Background: an optimization exercise with open tools, aiming at small area, a short achievable clock period and few clock cycles per item. Do not read the settings as production practice.
At most, simulation tests tie the RTL to the original design; equivalence was not proved.
Power figures rest on the tool's default switching activity, not on a simulated workload.

the previous run:
Design tdc_le_conv, start of the top module:
module tdc_le_conv (
  input  wire        clk,
  input  wire        rst,           
  input  wire        cmd_valid,
  output wire        cmd_ready,
  input  wire [1:0]  cmd_op,        
  input  wire        cmd_interp,    
  input  wire [11:0] cmd_a,         
  input  wire [12:0] cmd_b,         
  output reg         res_valid,
  output reg         res_pair,      
  output reg         res_ok,        
  output reg         res_void,      
  output reg         res_interp,
  output reg  [11:0] res_coarse,
  output reg  [8:0]  res_fine,
  output reg  [1:0]  res_frame      
);
For scale: about 6300 cells after synthesis, roughly 60 I/O pins.
clock: 12.0 ns
lec_check: 0
cap_margin: 20
core_margin: 2
core_utilization: 40
slew_margin: 20
standard.sh (not shown) runs the stock make flow with config.mk's settings and CLKGATE_MAP_FILE= SYNTH_SCRIPT=/design/flow/synth_recipe.tcl, a recipe that flattens the netlist after the stock synthesis.
==> flow/flow/run.sh <==
#!/bin/bash
set -euo pipefail
SETUP_MARGIN=${SETUP_MARGIN:-8.3}
bash standard.sh SETUP_SLACK_MARGIN=$SETUP_MARGIN \
  "BUFFER_PORTS_ARGS=-buffer_cell sky130_fd_sc_hd__buf_2" finish > run_make.log 2>&1
Testbench counts of the previous run, summed over its fixed seeds: cycles 12,372, items 12,062.
--- input diff the previous run..the current run ---
==> flow/flow/run.sh <==
#!/bin/bash
# The standard layout (the standard.sh: standard synthesis, floorplan,
# placement, CTS, routing, finish) with one change: repair_timing is asked
# for a setup margin of SETUP_MARGIN ns at the design's clock period, so it
# works on every path longer than the period less that margin. The clock,
# the constraints and every other setting stay the standard ones.
set -euo pipefail
SETUP_MARGIN=${SETUP_MARGIN:-8}
bash standard.sh SETUP_SLACK_MARGIN=$SETUP_MARGIN finish > run_make.log 2>&1
Changes observed in the current run relative to the previous run: count of fill cells added during filler insertion increased about 0.6%, non-clock buffer area fraction after layout roughly the same, total non-filler cell area in the finished layout level, non-clock buffer count -11.
The previous run and the current run ended up with roughly the same power.

* * *

Another version of the RTL of tdc_le_conv (not shown whole).
Size: ~6200 cells after synthesis, ~2200 flip-flops, ~0.073 mm2 of cells after synthesis.
clock: 12.0 ns
lec_check: 0
cap_margin: 20
core_margin: 2
core_utilization: 40
cts_cluster_diameter: 100
cts_cluster_size: 30
slew_margin: 20
==> flow/flow/run.sh <==
#!/bin/bash
set -euo pipefail
SETUP_MARGIN=${SETUP_MARGIN:-8.4}
bash standard.sh SETUP_SLACK_MARGIN=$SETUP_MARGIN \
  "BUFFER_PORTS_ARGS=-buffer_cell sky130_fd_sc_hd__buf_2" finish > run_make.log 2>&1
Testbench counts at the start, summed over its fixed seeds: cycles 12,276, items 12,062.
Rerun with:
- CTS_CLUSTER_DIAMETER: 100 -> default
- CTS_CLUSTER_SIZE: 30 -> default
Effect: The changed run went through all stages and came out clean. Global-route usage rose by 0.39 points. First-iteration DRC count fell by 4.2%. Via count rose by 1.8%. Hold slack gets worse by 28 ps. Die area does not change. Core utilization rose by 2.4 points.
Rerun with:
==> flow/flow/run.sh (replaced) <==
#!/bin/bash
set -euo pipefail
SETUP_MARGIN=${SETUP_MARGIN:-8.55}
bash standard.sh SETUP_SLACK_MARGIN=$SETUP_MARGIN \
  "BUFFER_PORTS_ARGS=-buffer_cell sky130_fd_sc_hd__buf_2" finish > run_make.log 2>&1
- CTS_CLUSTER_DIAMETER: default -> 100
- CTS_CLUSTER_SIZE: default -> 30
First-iteration DRC count came out higher by about 5%.
Power fell by about 13%.
Final area fell by about 5%.
Non-clock buffer count rises by 8.
Wire length goes up by about 0.3%.
Rerun with:
- CTS_CLUSTER_DIAMETER: 100 -> 150
- CTS_CLUSTER_SIZE: 30 -> 24
Final area climbs by 0.53%.
Synthesized area is unchanged.
Global-route usage barely changes.
Clock-buffer cell count climbs by 20.
Clock skew climbs by 13 ps.
Hold slack got worse by 8.5 ps.
Setup slack got worse by 4.9 ps.
Routed wire length climbs by 0.36%.
Sequential cell count is unchanged.
Fmax is about the same.

* * *

tdc_le_conv, a different RTL version from the one above (not shown whole).
Size: ~6,400 cells after synthesis, ~2,100 flip-flops, roughly 72,000 um^2 of cells after synthesis.
// tdc_le_conv
module tdc_le_conv (
  input  wire        clk,
  input  wire        rst,           
  input  wire        cmd_valid,
  output wire        cmd_ready,
  input  wire [1:0]  cmd_op,        
  input  wire        cmd_interp,    
  input  wire [11:0] cmd_a,         
  input  wire [12:0] cmd_b,         
  output reg         res_valid,
  output reg         res_pair,      
  output reg         res_ok,        
  output reg         res_void,      
  output reg         res_interp,
  output reg  [11:0] res_coarse,
  output reg  [8:0]  res_fine,
  output reg  [1:0]  res_frame      
);
  integer j, k;
  reg         ready_r;
  reg         f_v;
  reg  [1:0]  f_op;
  reg         f_i;
  reg  [11:0] f_a;
  reg  [12:0] f_b;
  reg  [5:0]  rot;                  
  reg  [3:0]  rot_w;                
  reg  [4:0]  fill;                 
  wire        hold_hit_n = (fill > 5'd1);
  wire [3:0]  rot_w_n    = rot_w + 4'd1;
  wire        ci_f  = !(f_op == 2'd0 && hold_hit_n) &&
                      !(f_op == 2'd2 && f_a[5:0] != 6'd0 && f_a[3:0] != rot_w_n);
  wire        ci_in = !(cmd_op == 2'd0 && hold_hit_n) &&
                      !(cmd_op == 2'd2 && cmd_a[5:0] != 6'd0 && cmd_a[3:0] != rot_w_n);
  wire f_hit  = (f_op == 2'd0);
  wire f_pair = (f_op == 2'd1);
  wire f_wr   = (f_op == 2'd2) && (f_a[5:0] != 6'd0);
  wire can_issue = !(f_hit && (fill != 5'd0)) && !(f_wr && (f_a[3:0] != rot_w));
  wire iss    = f_v && can_issue;
  wire f_load = !f_v || can_issue;       
  assign cmd_ready = ready_r;
  reg  [1:0]  st_have;
  reg  [23:0] st_c1;
  reg  [17:0] st_q;               
  ...
export LEC_CHECK = 0
export CAP_MARGIN = 20
export CORE_MARGIN = 2
export CORE_UTILIZATION = 40
export CTS_BUF_LIST = sky130_fd_sc_hd__clkbuf_8
export SLEW_MARGIN = 20
create_clock -name core_clock -period 12.0 [get_ports {clk}]
==> flow/flow/run.sh <==
#!/bin/bash
# The standard layout (the standard.sh: standard synthesis, floorplan,
# placement, CTS, routing, finish) with one change: repair_timing is asked
# for a setup margin of SETUP_MARGIN ns at the design's clock period, so it
# works on every path longer than the period less that margin. The clock,
# the constraints and every other setting stay the standard ones.
set -euo pipefail
SETUP_MARGIN=${SETUP_MARGIN:-8}
bash standard.sh SETUP_SLACK_MARGIN=$SETUP_MARGIN finish > run_make.log 2>&1
The first run ran to the end with no violations.
Testbench counts at the start, summed over its fixed seeds: cycles 12,372, items 12,062.
Rerun with:
- CTS_BUF_LIST: sky130_fd_sc_hd__clkbuf_8 -> unset
Effect: Setup slack improved by 80 ps; routed wire length fell slightly; core utilization rose by 0.26 points; final area rose slightly; die area stays the same; cell count fell by a few percent.

* * *

## old
Another version of the RTL of tdc_le_conv (not shown whole).
Size: ~2,100 flip-flops, about 72,000 sq um of cells after synthesis.
==> flow/design.v (excerpt) <==
module tdc_le_conv (
  input  wire        clk,
  input  wire        rst,           
  input  wire        cmd_valid,
  output wire        cmd_ready,
  input  wire [1:0]  cmd_op,        
  input  wire        cmd_interp,    
  input  wire [11:0] cmd_a,         
  input  wire [12:0] cmd_b,         
  output reg         res_valid,
  output reg         res_pair,      
  output reg         res_ok,        
  output reg         res_void,      
  output reg         res_interp,
  output reg  [11:0] res_coarse,
  output reg  [8:0]  res_fine,
  output reg  [1:0]  res_frame      
);
  integer j, k;
  reg         ready_r;
  reg         f_v;
  reg  [1:0]  f_op;
  reg         f_i;
  reg  [11:0] f_a;
  reg  [12:0] f_b;
  reg  [5:0]  rot;                  
  reg  [3:0]  rot_w;                
  reg  [4:0]  fill;                 
  wire        hold_hit_n = (fill > 5'd1);
  wire [3:0]  rot_w_n    = rot_w + 4'd1;
  wire        ci_f  = !(f_op == 2'd0 && hold_hit_n) &&
                      !(f_op == 2'd2 && f_a[5:0] != 6'd0 && f_a[3:0] != rot_w_n);
  wire        ci_in = !(cmd_op == 2'd0 && hold_hit_n) &&
                      !(cmd_op == 2'd2 && cmd_a[5:0] != 6'd0 && cmd_a[3:0] != rot_w_n);
  wire f_hit  = (f_op == 2'd0);
  wire f_pair = (f_op == 2'd1);
  wire f_wr   = (f_op == 2'd2) && (f_a[5:0] != 6'd0);
  wire can_issue = !(f_hit && (fill != 5'd0)) && !(f_wr && (f_a[3:0] != rot_w));
  wire iss    = f_v && can_issue;
  wire f_load = !f_v || can_issue;       
  assign cmd_ready = ready_r;
  reg  [1:0]  st_have;
  reg  [23:0] st_c1;
  reg  [17:0] st_q;               
  reg  [21:0] st_h;               
  reg  [29:0] st_rcp;
  reg         p1_hit, p1_pair, p1_wr, p1_ok;
  reg         p1_i;
  reg  [11:0] p1_a;
  reg  [12:0] p1_b;                 
  wire [12:0] pd0  = {1'b0, f_b[11:0]} - {1'b0, f_a};             
  wire        acc0 = !pd0[12] && (pd0[11:0] >= 12'd768) && (pd0[11:0] <= 12'd1280);
  reg         fwd;                  
  wire [11:0] c1_0 = fwd ? p1_a : f_i ? st_c1[23:12] : st_c1[11:0];
  ...
Settings: LEC_CHECK=0, CAP_MARGIN=20, CORE_MARGIN=2, CORE_UTILIZATION=40, SLEW_MARGIN=20; clock period 12.0 ns.
run.sh (not shown) runs the stock make flow with config.mk's settings and CLKGATE_MAP_FILE= SYNTH_SCRIPT=/design/flow/synth_recipe.tcl, a recipe that flattens the netlist after the stock synthesis.
Stock flow here: none of the scripts above is used.
From the logs: old reached the end of the flow and failed the layout checks with antenna rules.
Input-level comparison between new and old:
==> flow/flow/run.sh (new file) <==
#!/bin/bash
# The standard layout (the standard.sh: standard synthesis, floorplan,
# placement, CTS, routing, finish) with one change: repair_timing is asked
# for a setup margin of SETUP_MARGIN ns at the design's clock period, so it
# works on every path longer than the period less that margin. The clock,
# the constraints and every other setting stay the standard ones.
set -euo pipefail
SETUP_MARGIN=${SETUP_MARGIN:-8}
bash standard.sh SETUP_SLACK_MARGIN=$SETUP_MARGIN finish > run_make.log 2>&1
==> flow/standard.sh (new file) <==
#!/bin/bash
# synth_recipe.tcl (not shown) runs the flow's synth.tcl, then flattens the netlist and writes it again
# the make line also repeats each setting of config.mk as NAME=value (left out here)
make -C /OpenROAD-flow-scripts/flow DESIGN_CONFIG=/design/flow/config.mk WORK_HOME=/design/flow/orfs CLKGATE_MAP_FILE= SYNTH_SCRIPT=/design/flow/synth_recipe.tcl "${@:-finish}"
removed: flow/run.sh
## What came out
- new did not stop at any stage, and its layout met the timing, DRC and antenna checks.
- On final area, new and old are neck and neck.
- Net switching share of the total power: new vs old — no meaningful difference
- Portion of total power attributed to combinational logic: old vs new, no meaningful difference
- Total buffers and inverters traversed by the critical path (new over old): decrease, 1
- Comparing old with new, the final standard cell count with taps included and fillers excluded came out essentially unchanged.
- The register share of the cell area was comparable across new and old.
- | non-clock buffering overhead in the final layout | new vs old | ≈ equal |
Function was not checked in any run of this note: the RTL went through the layout flow alone.

==> separate check: timing with driven ports <==
Ports are ideal in the flow. The routed layouts listed here were re-timed in OpenROAD.
Step 1 assumes that a clkbuf_16 drives the clock port and a buf_2 every other input.
Step 2, shift: input delay + t, output delay - t, t = (earliest + latest rising clock arrival at the registers) / 2. This alone moves slack from input paths to output paths.
Three values: no drivers, after step 1, after step 2; two values: the first two.
run	t (ns)	setup WS [ns]	hold WS [ns]	worst data-port slew with drivers (ns)	cell pins on the clock port's net
the previous run	0.918	8.299 / 8.214 / 8.219	0.292 / 0.292 / 0.292	0.08	1
the current run	0.907	8.119 / 8.039 / 7.943	0.236 / 0.236 / 0.236	0.08	1
the first run of note 2	0.832	8.387 / 8.304 / 7.887	0.313 / 0.313 / 0.313	0.05	1
the second run of note 2	0.910	8.316 / 8.232 / 7.886	0.285 / 0.285 / 0.285	0.05	1
the third run of note 2	0.829	8.369 / 8.287 / 7.936	0.325 / 0.325 / 0.325	0.04	1
the fourth run of note 2	0.856	8.364 / 8.278 / 7.911	0.316 / 0.316 / 0.316	0.05	1
the first run of note 3	1.155	7.729 / 7.729 / 7.729	0.221 / 0.221 / 0.221	0.10	1
the second run of note 3	0.959	7.809 / 7.809 / 7.809	0.280 / 0.280 / 0.280	0.11	1
old	0.939	7.648 / 7.576 / 7.648	0.276 / 0.276 / 0.276	0.04	1
new	0.936	8.042 / 7.961 / 7.963	0.279 / 0.279 / 0.279	0.04	1
For the first run of note 2, which loses most, drivers alone change the setup slack by -0.083 ns; drivers and shift together by -0.500 ns.
